This design comes from an exercise in tuning for small area, a short achievable clock period and few clock cycles on the open sky130 flow, not from production work. Function was checked by simulation only, so behaviour that the tests miss may differ from the original.

==> design.v <==
module fp_round (
    input  wire               sign,
    input  wire signed [11:0] exp,
    input  wire        [25:0] sig,
    output reg         [31:0] result
);
    reg        [25:0] m;
    reg         [7:0] ef;
    reg        [11:0] sh;
    reg        [30:0] packed_v;
    reg               inc;
    integer           k;
    always @* begin
        m  = sig;
        ef = 8'd0;
        sh = 12'd0;
        if (exp >= 12'sd1) begin
            m  = sig;
            ef = exp[7:0];
        end else begin
            sh = 12'd1 - exp;
            if (sh > 12'd26) begin
                m = {25'd0, |sig};
            end else begin
                m = sig >> sh;
                for (k = 0; k < 26; k = k + 1)
                    if (k < sh && sig[k]) m[0] = 1'b1;
            end
            ef = 8'd0;
        end
        inc      = m[1] & (m[0] | m[2]);
        packed_v = {ef, m[24:2]} + {30'd0, inc};
        if (exp >= 12'sd255 || packed_v[30:23] == 8'hFF)
            result = {sign, 8'hFF, 23'd0};
        else
            result = {sign, packed_v};
    end
endmodule
module fp_add (
    input  wire [31:0] a,
    input  wire [31:0] b_in,
    input  wire        sub,
    output reg  [31:0] result
);
    wire [31:0] b = {b_in[31] ^ sub, b_in[30:0]};
    wire a_nan = (a[30:23] == 8'hFF) && (a[22:0] != 0);
    wire b_nan = (b[30:23] == 8'hFF) && (b[22:0] != 0);
    wire a_inf = (a[30:23] == 8'hFF) && (a[22:0] == 0);
    wire b_inf = (b[30:23] == 8'hFF) && (b[22:0] == 0);
    wire        swap = b[30:0] > a[30:0];
    wire [31:0] x    = swap ? b : a;
    wire [31:0] y    = swap ? a : b;
    wire  [7:0] ex   = (x[30:23] == 0) ? 8'd1 : x[30:23];
    wire  [7:0] ey   = (y[30:23] == 0) ? 8'd1 : y[30:23];
    wire [23:0] mx   = {x[30:23] != 0, x[22:0]};
    wire [23:0] my   = {y[30:23] != 0, y[22:0]};
    wire  [7:0] diff = ex - ey;
    wire        eff_sub = x[31] ^ y[31];
    reg  [26:0] ax, ay;
    reg  [27:0] s, sn;
    reg   [4:0] lz;
    reg         found;
    reg  signed [11:0] e_n;
    reg  [25:0] sig;
    integer     k;
    wire [31:0] rounded;
    fp_round u_round (.sign(x[31]), .exp(e_n), .sig(sig), .result(rounded));
    always @* begin
        ax = {mx, 3'b000};
        ay = {my, 3'b000};
        if (diff >= 8'd27) begin
            ay = {26'd0, |my};
        end else begin
            ay = {my, 3'b000} >> diff;
            for (k = 0; k < 24; k = k + 1)
                if (k + 3 < diff && my[k]) ay[0] = 1'b1;
        end
        if (eff_sub) s = {1'b0, ax} - {1'b0, ay};
        else         s = {1'b0, ax} + {1'b0, ay};
        lz    = 5'd0;
        found = 1'b0;
        for (k = 27; k >= 0; k = k - 1)
            if (!found) begin
                if (s[k]) found = 1'b1;
                else      lz = lz + 5'd1;
            end
        sn  = s << lz;
        e_n = $signed({4'd0, ex}) + 12'sd1 - $signed({7'd0, lz});
        sig = {sn[27:3], |sn[2:0]};
        if (a_nan || b_nan || (a_inf && b_inf && (a[31] != b[31])))
            result = 32'h7FC00000;
        else if (a_inf)
            result = a;
        else if (b_inf)
            result = b;
        else if (s == 28'd0)
            result = {x[31] & y[31], 31'd0};
        else
            result = rounded;
    end
endmodule
module fp_mul (
    input  wire [31:0] a,
    input  wire [31:0] b,
    output reg  [31:0] result
);
    wire sign  = a[31] ^ b[31];
    wire a_nan = (a[30:23] == 8'hFF) && (a[22:0] != 0);
    wire b_nan = (b[30:23] == 8'hFF) && (b[22:0] != 0);
    wire a_inf = (a[30:23] == 8'hFF) && (a[22:0] == 0);
    wire b_inf = (b[30:23] == 8'hFF) && (b[22:0] == 0);
    wire a_zero = (a[30:0] == 0);
    wire b_zero = (b[30:0] == 0);
    wire  [7:0] ea = (a[30:23] == 0) ? 8'd1 : a[30:23];
    wire  [7:0] eb = (b[30:23] == 0) ? 8'd1 : b[30:23];
    wire [23:0] ma = {a[30:23] != 0, a[22:0]};
    wire [23:0] mb = {b[30:23] != 0, b[22:0]};
    reg  [47:0] p, pn;
    reg   [5:0] lz;
    reg         found;
    reg  signed [11:0] e_n;
    reg  [25:0] sig;
    integer     k;
    wire [31:0] rounded;
    fp_round u_round (.sign(sign), .exp(e_n), .sig(sig), .result(rounded));
    always @* begin
        p     = ma * mb;
        lz    = 6'd0;
        found = 1'b0;
        for (k = 47; k >= 0; k = k - 1)
            if (!found) begin
                if (p[k]) found = 1'b1;
                else      lz = lz + 6'd1;
            end
        pn  = p << lz;
        e_n = $signed({4'd0, ea}) + $signed({4'd0, eb}) - 12'sd126 - $signed({6'd0, lz});
        sig = {pn[47:23], |pn[22:0]};
        if (a_nan || b_nan || (a_inf && b_zero) || (b_inf && a_zero))
            result = 32'h7FC00000;
        else if (a_inf || b_inf)
            result = {sign, 8'hFF, 23'd0};
        else if (a_zero || b_zero)
            result = {sign, 31'd0};
        else
            result = rounded;
    end
endmodule
module fp_div (
    input  wire        clk,
    input  wire        rst,
    input  wire        start,
    input  wire [31:0] a,
    input  wire [31:0] b,
    output reg         done,
    output reg  [31:0] result
);
    localparam IDLE = 2'd0, RUN = 2'd1, PACK = 2'd2;
    wire a_nan  = (a[30:23] == 8'hFF) && (a[22:0] != 0);
    wire b_nan  = (b[30:23] == 8'hFF) && (b[22:0] != 0);
    wire a_inf  = (a[30:23] == 8'hFF) && (a[22:0] == 0);
    wire b_inf  = (b[30:23] == 8'hFF) && (b[22:0] == 0);
    wire a_zero = (a[30:0] == 0);
    wire b_zero = (b[30:0] == 0);
    wire sign   = a[31] ^ b[31];
    wire  [7:0] ea = (a[30:23] == 0) ? 8'd1 : a[30:23];
    wire  [7:0] eb = (b[30:23] == 0) ? 8'd1 : b[30:23];
    wire [23:0] ma = {a[30:23] != 0, a[22:0]};
    wire [23:0] mb = {b[30:23] != 0, b[22:0]};
    reg   [4:0] lza, lzb;
    reg         fa, fb;
    reg  [23:0] na, nb;
    integer     k;
    always @* begin
        lza = 5'd0; fa = 1'b0;
        lzb = 5'd0; fb = 1'b0;
        for (k = 23; k >= 0; k = k - 1) begin
            if (!fa) begin
                if (ma[k]) fa = 1'b1;
                else       lza = lza + 5'd1;
            end
            if (!fb) begin
                if (mb[k]) fb = 1'b1;
                else       lzb = lzb + 5'd1;
            end
        end
        na = ma << lza;
        nb = mb << lzb;
    end
    wire               a_lt_b = na < nb;
    wire signed [11:0] e_q    = $signed({4'd0, ea}) - $signed({7'd0, lza})
                              - $signed({4'd0, eb}) + $signed({7'd0, lzb})
                              + 12'sd127 - (a_lt_b ? 12'sd1 : 12'sd0);
    reg   [1:0] state;
    reg   [4:0] count;
    reg  [25:0] rem;
    reg  [23:0] divisor;
    reg  [24:0] quot;
    reg  signed [11:0] exp_r;
    reg         sign_r;
    wire [25:0] trial = rem - {2'b00, divisor};
    wire        fits  = !trial[25];
    wire [31:0] rounded;
    fp_round u_round (.sign(sign_r), .exp(exp_r), .sig({quot, rem != 26'd0}),
                      .result(rounded));
    always @(posedge clk) begin
        if (rst) begin
            state <= IDLE;
            done  <= 1'b0;
        end else begin
            done <= 1'b0;
            case (state)
                IDLE: if (start) begin
                    if (a_nan || b_nan || (a_inf && b_inf) || (a_zero && b_zero)) begin
                        result <= 32'h7FC00000;
                        done   <= 1'b1;
                    end else if (a_inf || b_zero) begin
                        result <= {sign, 8'hFF, 23'd0};
                        done   <= 1'b1;
                    end else if (a_zero || b_inf) begin
                        result <= {sign, 31'd0};
                        done   <= 1'b1;
                    end else begin
                        rem     <= a_lt_b ? {1'b0, na, 1'b0} : {2'b00, na};
                        divisor <= nb;
                        exp_r   <= e_q;
                        sign_r  <= sign;
                        quot    <= 25'd0;
                        count   <= 5'd0;
                        state   <= RUN;
                    end
                end
                RUN: begin
                    quot <= {quot[23:0], fits};
                    rem  <= fits ? {trial[24:0], 1'b0} : {rem[24:0], 1'b0};
                    count <= count + 5'd1;
                    if (count == 5'd24) state <= PACK;
                end
                PACK: begin
                    result <= rounded;
                    done   <= 1'b1;
                    state  <= IDLE;
                end
                default: state <= IDLE;
            endcase
        end
    end
endmodule
module loop_law (
    input  wire        clk,
    input  wire        rst,
    input  wire        start,
    input  wire  [1:0] mode,
    input  wire        d_on_meas,
    input  wire        d_zero,
    input  wire        sat_ext,
    input  wire        plant_lost,
    input  wire [31:0] sp,
    input  wire [31:0] pv,
    input  wire [31:0] ff,
    input  wire [31:0] man_out,
    input  wire [31:0] kp,
    input  wire [31:0] ki,
    input  wire [31:0] kd,
    input  wire [31:0] tf,
    input  wire [31:0] h,
    input  wire [31:0] out_hi,
    input  wire [31:0] out_lo,
    input  wire [31:0] out_prev,
    input  wire [31:0] i_prev,
    input  wire [31:0] d_prev,
    input  wire [31:0] y_prev,
    output reg         done,
    output reg  [31:0] out,
    output reg  [31:0] i_out,
    output reg  [31:0] d_out,
    output reg  [31:0] y_out,
    output reg         numeric,
    output reg         i_inhibit,
    output reg         sat_hi,
    output reg         sat_lo
);
    localparam M_AUTO = 2'd0, M_MANUAL = 2'd1, M_FIRST = 2'd2, M_TRANSFER = 2'd3;
    localparam S_IDLE = 5'd0,  S_E    = 5'd1,  S_P    = 5'd2,  S_TFD  = 5'd3,
               S_DY   = 5'd4,  S_KD   = 5'd5,  S_NUM  = 5'd6,  S_DEN  = 5'd7,
               S_DIVS = 5'd8,  S_DIVW = 5'd9,  S_BR   = 5'd10, S_KIH  = 5'd11,
               S_DI   = 5'd12, S_IPD  = 5'd13, S_V1   = 5'd14, S_V2   = 5'd15,
               S_V3   = 5'd16, S_INH  = 5'd17, S_W1   = 5'd18, S_W2   = 5'd19,
               S_W3   = 5'd20, S_T1   = 5'd21, S_T2   = 5'd22, S_T3   = 5'd23,
               S_FIN  = 5'd24;
    function is_nan(input [31:0] x);
        is_nan = (x[30:23] == 8'hFF) && (x[22:0] != 0);
    endfunction
    function is_fin(input [31:0] x);
        is_fin = (x[30:23] != 8'hFF);
    endfunction
    function f_lt(input [31:0] x, input [31:0] y);
        begin
            if (is_nan(x) || is_nan(y))
                f_lt = 1'b0;
            else if (x[30:0] == 0 && y[30:0] == 0)
                f_lt = 1'b0;
            else if (x[31] != y[31])
                f_lt = x[31];
            else if (!x[31])
                f_lt = x[30:0] < y[30:0];
            else
                f_lt = x[30:0] > y[30:0];
        end
    endfunction
    function f_eq(input [31:0] x, input [31:0] y);
        f_eq = !is_nan(x) && !is_nan(y) &&
               ((x == y) || (x[30:0] == 0 && y[30:0] == 0));
    endfunction
    reg  [1:0] r_mode;
    reg        r_dom, r_dz, r_sat, r_plant;
    reg [31:0] r_sp, r_pv, r_ff, r_man, r_kp, r_ki, r_kd, r_tf, r_h;
    reg [31:0] r_hi, r_lo, r_outp, r_ip, r_dp, r_yp;
    reg  [4:0] state;
    reg [31:0] e, p, y, d, di, ipd, v, i, w, t1, t2, t3;
    reg        inh;
    reg  [31:0] add_a, add_b, mul_a, mul_b;
    reg         add_sub;
    wire [31:0] add_r, mul_r;
    wire        div_done;
    wire [31:0] div_r;
    fp_add u_add (.a(add_a), .b_in(add_b), .sub(add_sub), .result(add_r));
    fp_mul u_mul (.a(mul_a), .b(mul_b), .result(mul_r));
    fp_div u_div (.clk(clk), .rst(rst), .start(state == S_DIVS), .a(t1), .b(t3),
                  .done(div_done), .result(div_r));
    always @* begin
        add_a   = 32'd0;
        add_b   = 32'd0;
        add_sub = 1'b0;
        mul_a   = 32'd0;
        mul_b   = 32'd0;
        case (state)
            S_E:   begin add_a = r_sp;   add_b = r_pv; add_sub = 1'b1; end
            S_P:   begin mul_a = r_kp;   mul_b = e;    end
            S_TFD: begin mul_a = r_tf;   mul_b = r_dp; end
            S_DY:  begin add_a = y;      add_b = r_yp; add_sub = 1'b1; end
            S_KD:  begin mul_a = r_kd;   mul_b = t2;   end
            S_NUM: begin add_a = t1;     add_b = t2;   end
            S_DEN: begin add_a = r_tf;   add_b = r_h;  end
            S_KIH: begin mul_a = r_ki;   mul_b = r_h;  end
            S_DI:  begin mul_a = t1;     mul_b = e;    end
            S_IPD: begin add_a = r_ip;   add_b = di;   end
            S_V1:  begin add_a = p;      add_b = ipd;  end
            S_V2:  begin add_a = t1;     add_b = d;    end
            S_V3:  begin add_a = t1;     add_b = r_ff; end
            S_W1:  begin add_a = p;      add_b = i;    end
            S_W2:  begin add_a = w;      add_b = d;    end
            S_W3:  begin add_a = w;      add_b = r_ff; end
            S_T1:  begin add_a = r_outp; add_b = p;    add_sub = 1'b1; end
            S_T2:  begin add_a = t1;     add_b = d;    add_sub = 1'b1; end
            S_T3:  begin add_a = t1;     add_b = r_ff; add_sub = 1'b1; end
            default: ;
        endcase
    end
    wire        ext_hi = r_sat && f_lt(32'd0, r_outp);
    wire        ext_lo = r_sat && f_lt(r_outp, 32'd0);
    wire [31:0] u_src  = (r_mode == M_MANUAL) ? r_man : w;
    wire [31:0] u_max  = f_lt(r_lo, u_src) ? u_src : r_lo;
    wire [31:0] u_cl   = f_lt(u_max, r_hi) ? u_max : r_hi;
    wire [31:0] u      = (r_mode == M_TRANSFER) ? r_outp : u_cl;
    reg bad;
    always @* begin
        case (r_mode)
            M_AUTO:     bad = !(is_fin(e) && is_fin(p) && is_fin(y) && is_fin(d) &&
                                is_fin(di) && is_fin(v) && is_fin(i) && is_fin(w));
            M_MANUAL:   bad = !(is_fin(e) && is_fin(y) && is_fin(d) && is_fin(r_man));
            M_FIRST:    bad = !(is_fin(e) && is_fin(p) && is_fin(y) && is_fin(w));
            default:    bad = !(is_fin(e) && is_fin(p) && is_fin(y) && is_fin(d) &&
                                is_fin(i));
        endcase
    end
    always @(posedge clk) begin
        if (rst) begin
            state <= S_IDLE;
            done  <= 1'b0;
        end else begin
            done <= 1'b0;
            case (state)
                S_IDLE: if (start) begin
                    r_mode  <= mode;
                    r_dom   <= d_on_meas;
                    r_dz    <= d_zero || (mode == M_FIRST);
                    r_sat   <= sat_ext;
                    r_plant <= plant_lost;
                    r_sp    <= sp;
                    r_pv    <= pv;
                    r_ff    <= ff;
                    r_man   <= man_out;
                    r_kp    <= kp;
                    r_ki    <= ki;
                    r_kd    <= kd;
                    r_tf    <= tf;
                    r_h     <= h;
                    r_hi    <= out_hi;
                    r_lo    <= out_lo;
                    r_outp  <= out_prev;
                    r_ip    <= i_prev;
                    r_dp    <= d_prev;
                    r_yp    <= y_prev;
                    state   <= S_E;
                end
                S_E: begin
                    e     <= add_r;
                    state <= S_P;
                end
                S_P: begin
                    p     <= mul_r;
                    y     <= r_dom ? {~r_pv[31], r_pv[30:0]} : e;
                    state <= r_dz ? S_BR : S_TFD;
                    d     <= 32'd0;
                end
                S_TFD: begin t1 <= mul_r; state <= S_DY;   end
                S_DY:  begin t2 <= add_r; state <= S_KD;   end
                S_KD:  begin t2 <= mul_r; state <= S_NUM;  end
                S_NUM: begin t1 <= add_r; state <= S_DEN;  end
                S_DEN: begin t3 <= add_r; state <= S_DIVS; end
                S_DIVS: state <= S_DIVW;
                S_DIVW: if (div_done) begin
                    d     <= div_r;
                    state <= S_BR;
                end
                S_BR: begin
                    i   <= r_ip;
                    inh <= 1'b0;
                    di  <= 32'd0;
                    v   <= 32'd0;
                    w   <= 32'd0;
                    case (r_mode)
                        M_AUTO:     state <= S_KIH;
                        M_FIRST:    state <= S_W1;
                        M_TRANSFER: state <= S_T1;
                        default:    state <= S_FIN;
                    endcase
                end
                S_KIH: begin t1  <= mul_r; state <= S_DI;  end
                S_DI:  begin di  <= mul_r; state <= S_IPD; end
                S_IPD: begin ipd <= add_r; state <= S_V1;  end
                S_V1:  begin t1  <= add_r; state <= S_V2;  end
                S_V2:  begin t1  <= add_r; state <= S_V3;  end
                S_V3:  begin v   <= add_r; state <= S_INH; end
                S_INH: begin
                    if (r_plant ||
                        ((f_lt(r_hi, v) || ext_hi) && f_lt(32'd0, di)) ||
                        ((f_lt(v, r_lo) || ext_lo) && f_lt(di, 32'd0))) begin
                        inh <= 1'b1;
                        i   <= r_ip;
                    end else begin
                        inh <= 1'b0;
                        i   <= ipd;
                    end
                    state <= S_W1;
                end
                S_W1: begin w  <= add_r; state <= S_W2;  end
                S_W2: begin w  <= add_r; state <= S_W3;  end
                S_W3: begin w  <= add_r; state <= S_FIN; end
                S_T1: begin t1 <= add_r; state <= S_T2;  end
                S_T2: begin t1 <= add_r; state <= S_T3;  end
                S_T3: begin i  <= add_r; state <= S_FIN; end
                S_FIN: begin
                    if (bad) begin
                        out       <= r_outp;
                        i_out     <= r_ip;
                        d_out     <= r_dp;
                        y_out     <= r_yp;
                        numeric   <= 1'b1;
                        i_inhibit <= 1'b0;
                        sat_hi    <= 1'b0;
                        sat_lo    <= 1'b0;
                    end else begin
                        out       <= u;
                        i_out     <= i;
                        d_out     <= d;
                        y_out     <= y;
                        numeric   <= 1'b0;
                        i_inhibit <= inh;
                        sat_hi    <= f_eq(u, r_hi) || ext_hi;
                        sat_lo    <= f_eq(u, r_lo) || ext_lo;
                    end
                    done  <= 1'b1;
                    state <= S_IDLE;
                end
                default: state <= S_IDLE;
            endcase
        end
    end
endmodule
==> run.sh <==
#!/bin/bash
# synth_recipe.tcl (not shown) runs the flow's synth.tcl, then flattens the netlist and writes it again
# the make line also repeats each setting of config.mk as NAME=value (left out here)
make -C /OpenROAD-flow-scripts/flow DESIGN_CONFIG=/design/flow/config.mk WORK_HOME=/design/flow/orfs CLKGATE_MAP_FILE= SYNTH_SCRIPT=/design/flow/synth_recipe.tcl finish
==> config.mk <==
export PLATFORM = sky130hd
export DESIGN_NAME = loop_law
export DESIGN_NICKNAME = loop_law
export VERILOG_FILES = /design/flow/design.v
export SDC_FILE = /design/flow/constraint.sdc
export NUM_CORES = 8
export LEC_CHECK = 0
export CAP_MARGIN = 20
export CORE_MARGIN = 2
export CORE_UTILIZATION = 25
export SLEW_MARGIN = 20
==> constraint.sdc <==
create_clock -name core_clock -period 50.0 [get_ports {clk}]
set_input_delay 10.0000 -clock core_clock [delete_from_list [all_inputs] [get_ports {clk}]]
set_output_delay 10.0000 -clock core_clock [all_outputs]
set_load 0.01 [all_outputs]
==> impl.org <==
** Global route
- After global routing the overflow that remains totals 0.
- The initial antenna violation count was 81.
- Total routing resource utilization after global routing :: 0.256
- Vias in the first global route :: just over 100k
- Wire length of the first global-routing pass :: between 800,000 and 900,000 um
- Entering global routing, the biggest net connects 179 pins.

** Yosys
- After synthesis the cells add up to roughly 110,000 um2.
- In the synthesized netlist, the number of instances is between 10,000 and 15,000.
- Compound-gate portion of the synthesized area :: 0.166
- Main combinational cell family by area after synthesis :: simple AND/OR/NAND/NOR gates
- Number of synthesized flops with an enable pin :: roughly 1,100
- Number of nets produced by synthesis :: between 10,000 and 15,000
- Fraction of registers with async set or reset after synthesis :: 0
- Distinct cell type count of the synthesized netlist :: 138
- After synthesis, the mean cell area works out to a little under 9 um2.
- Adder-Cell Fraction of Synth Area :: 0.155
- Top-count cell post-synth :: sky130_fd_sc_hd__nand2_1
- Cell types occupying the most area after synthesis :: sky130_fd_sc_hd__edfxtp_1, sky130_fd_sc_hd__fa_1, sky130_fd_sc_hd__ha_1
- Most common library cells after synthesis :: sky130_fd_sc_hd__nand2_1, sky130_fd_sc_hd__nor2_1, sky130_fd_sc_hd__edfxtp_1
- During synthesis, Yosys emitted a total of 5 warnings.
- Of the post-synthesis cell area, the dominant cell type holds 0.297.
- The biggest area contributor in the post-synthesis netlist is sky130_fd_sc_hd__edfxtp_1.
- Among all flip-flop cells after synthesis, the most frequent one is sky130_fd_sc_hd__edfxtp_1.
- The share of the Yosys chip area taken by registers is 0.298.
- Synthesized flop and latch total :: roughly 1,100
- Simple-gate share of the synthesized area :: 0.208
- Share of cell area taken by muxes after synthesis :: 0.0603
- Synthesized-area fraction occupied by xor and xnor cells :: 0.0511

** STA
- For the finished layout, the period the worst path requires is ~43,000 ps.
- Worst-margin pin slew :: ~1200 ps
- Worst clock skew on the final layout :: 151 ps
- Top achievable clock speed :: around 23 MHz
- Relative max-transition margin :: 0.178
- Dividing the final minimum period by the clock period gives 0.864.
- The final number of hold-violating endpoints came to 0.
- For the final routed database, the setup TNS stands at 0 ps.
- Setup repair after global routing missed its margin :: false
- Setup violations remaining at the end of the flow were counted as 0.
- The count of pins over their slew limit was 0.

** Drt
- Number of DRC violations after detailed-routing iteration 0 :: 16,000
- Before antenna repair, the detailed router went through 10 iterations.
- The routed design has ~610,000 um of wire.
- Using the TritonRoute via totals, the vias-per-cell ratio works out to roughly 5.7.
- Post-route ant nets :: 0
- After detailed routing, the average wire length per cell comes to between 30 and 40 um.
- Total via count after detailed routing :: about 110k
- Post-route DRC violation count :: 0

** Clocking
- Deepest clock path buffer count :: 3
- Clock tree from TritonCTS :: built
- Clk Tree Root Cell :: sky130_fd_sc_hd__clkbuf_16
- Clock network latency to the later pin of the worst-skew pair :: 910 ps
- In this run the post-CTS setup repair buffer count came out at 0.
- Post-cts gate resize count :: 0
- Clock transition at path regs :: about 80 ps
- Clock buffers created by TritonCTS :: 121
- Hold repair after CTS inserted 0 buffers.
- The clock drives 1,137 sinks.
- H-tree levels :: 3

** Placement
- Hpwl dp :: between 400,000 and 500,000 um
- Total of buffers placed on input and output ports :: roughly 620
- At the end of routability-driven placement, the weighted congestion stood at 1.09.

** Worst setup path
- CP Max Fanout :: 84
- The worst setup path is launched from a flip-flop.
- The critical path is of the flip-flop to flip-flop type.
- Critical path's slowest cell :: sky130_fd_sc_hd__buf_4
- Launch point of the critical path :: state[2]$_SDFFE_PP0P_
- Arrival time of data at the critical path endpoint :: 43,760 ps
- Worst stage delay on the critical path :: about 780 ps
- RR Startpoint :: state[2]$_SDFFE_PP0P_
- The setup check on the worst reg-to-reg path leaves a slack of between 6000 and 7000 ps.
- Most frequent CP cell :: sky130_fd_sc_hd__ha_1
- STA classifies the critical path endpoint as a flip-flop.
- Data on the critical path is required at its endpoint by roughly 51,000 ps.

** Floorplan
- After floorplanning, the core was divided into about 250 placement rows.
- Io pins :: approximately 620
- Measured along the y axis, the die boundary spans between 600 and 700 um.
- The initial utilization of the core area, before any placement, comes to 0.251.
- The die is around 680 um wide.
- The core region is 456,000 um2.
- The die covers around 460,000 um2.

** Cells and area
- Share of the core filled with cells :: 0.291
- The net count of the finished layout is about 15,000.
- Relative to the synthesized area, the layout overhead comes to 16.2%.
- Of the cells placed in the final design, the portion with a size suffix greater than 1 is 0.0775.

** Flow run
- Max-cap violations in this run came to 0.

** Run status
- Result of the run :: complete, no violations

** Worst hold path
- The startpoint identified for the worst hold timing path is u_div.result[14]$_SDFFCE_PP0P_.
- The worst hold path belongs to the class flip-flop to flip-flop.
[per-stage QoR]
stage                     instances  cell area, um2  worst slack [ps]  hold slack, ps
after global placement        19300          128000              8210             519
after CTS                     19500          132000              7720             540
final                         19600          133000              6780             539
after global routing          19600          133000              3930             563
after detailed placement      19300          128000              8010             527
after floorplan               13100          114000             13940             490
[layout by cell type (no fill, tap or decap), drive strengths merged, types with 303 or more instances in the layout]
cell type	synthesis	final
mux2i	438	438
xnor2	370	370
nor2	1242	1242
nand3	303	303
buf	216	327
a21oi	683	683
inv	1037	1059
fa	496	496
nand2	1820	1820
clkdlybuf4s50	0	620
ha	612	612
edfxtp	1128	1128
o21ai	620	620
[critical path: cells and delay by family (launching register included)]
| kind | cells | cell delay, ps |
|---|---|---|
| adders and majority gates | 31 | 10990 |
| xor gates and xnor gates | 10 | 2600 |
| DFF | 1 | 320 |
| AOI/OAI and AO/OA | 60 | 12600 |
| muxes | 4 | 650 |
| and+or+nand+nor | 57 | 10740 |
| buffers and inverters | 15 | 4710 |
[metal layers]
| layer | track usage | share of wire | vias up |
|---|---|---|---|
| li1 | - | - | 47800 |
| met1 | 0.302 | 0.36 | 54600 |
| met2 | 0.387 | 0.43 | 7001 |
| met3 | 0.0661 | 0.099 | 1563 |
| met4 | 0.220 | 0.10 | 18 |
| met5 | 0.000417 | 0.00022 | - |
[final timing paths]
path / end / depth (start not counted)
hold / removal: d[14]$_SDFFCE_PN0P_ / 1
hold reg to reg: d[14]$_SDFFCE_PN0P_ / 1
setup / recovery: t1[3]$_DFFE_PP_ / 177
setup reg to reg: t1[3]$_DFFE_PP_ / 177
[cells by family after synthesis]
logic type	count (synthesis)
DFF	1137
and+or+nand+nor	5050
muxes	633
buffers and inverters	1771
AOI/OAI and AO/OA	2812
adders and majority gates	1121
xor gates and xnor gates	586
[cell type report]
cell class	instances	area [um2]
fill	48400	323000
clock inverter	100	1230
sequential	1137	34100
multi-input combinational	10200	73900
inverter	1041	3910
tap	6000	7510
timing repair buffer	949	8870
clock buffer	127	3050
antenna	57	143
Testbench counts, summed over its fixed seeds: cycles 304,370.

[port drivers added, routing unchanged]
No port has a modelled driver above. Below, the same layout with a new extraction and two added sets of constraints. Step 1 (the two cells are an assumption about what drives the block):
set clk [get_ports {clk}]
set_driving_cell -lib_cell sky130_fd_sc_hd__clkbuf_16 $clk
set_driving_cell -lib_cell sky130_fd_sc_hd__buf_2 [delete_from_list [all_inputs] $clk]
Step 2 times the ports against the registers' clock, not the clock port: input delays grow and output delays shrink by t, the midpoint of the rising clock arrivals with the driver on. Slacks: ideal ports / drivers / drivers and shift; pairs: ideal ports / drivers.
t, ns: 0.933
setup slack, ns: 6.780 / 6.780 / 6.780
latest minus earliest clock arrival (ns): 0.151 / 0.152
worst register clock-pin slew, ns: 0.09 / 0.09
worst slew at a driven data input, ns: 0.27
After both steps this run still meets setup and hold. For this run, drivers alone change the setup slack by 0.000 ns; drivers and shift together by 0.000 ns.
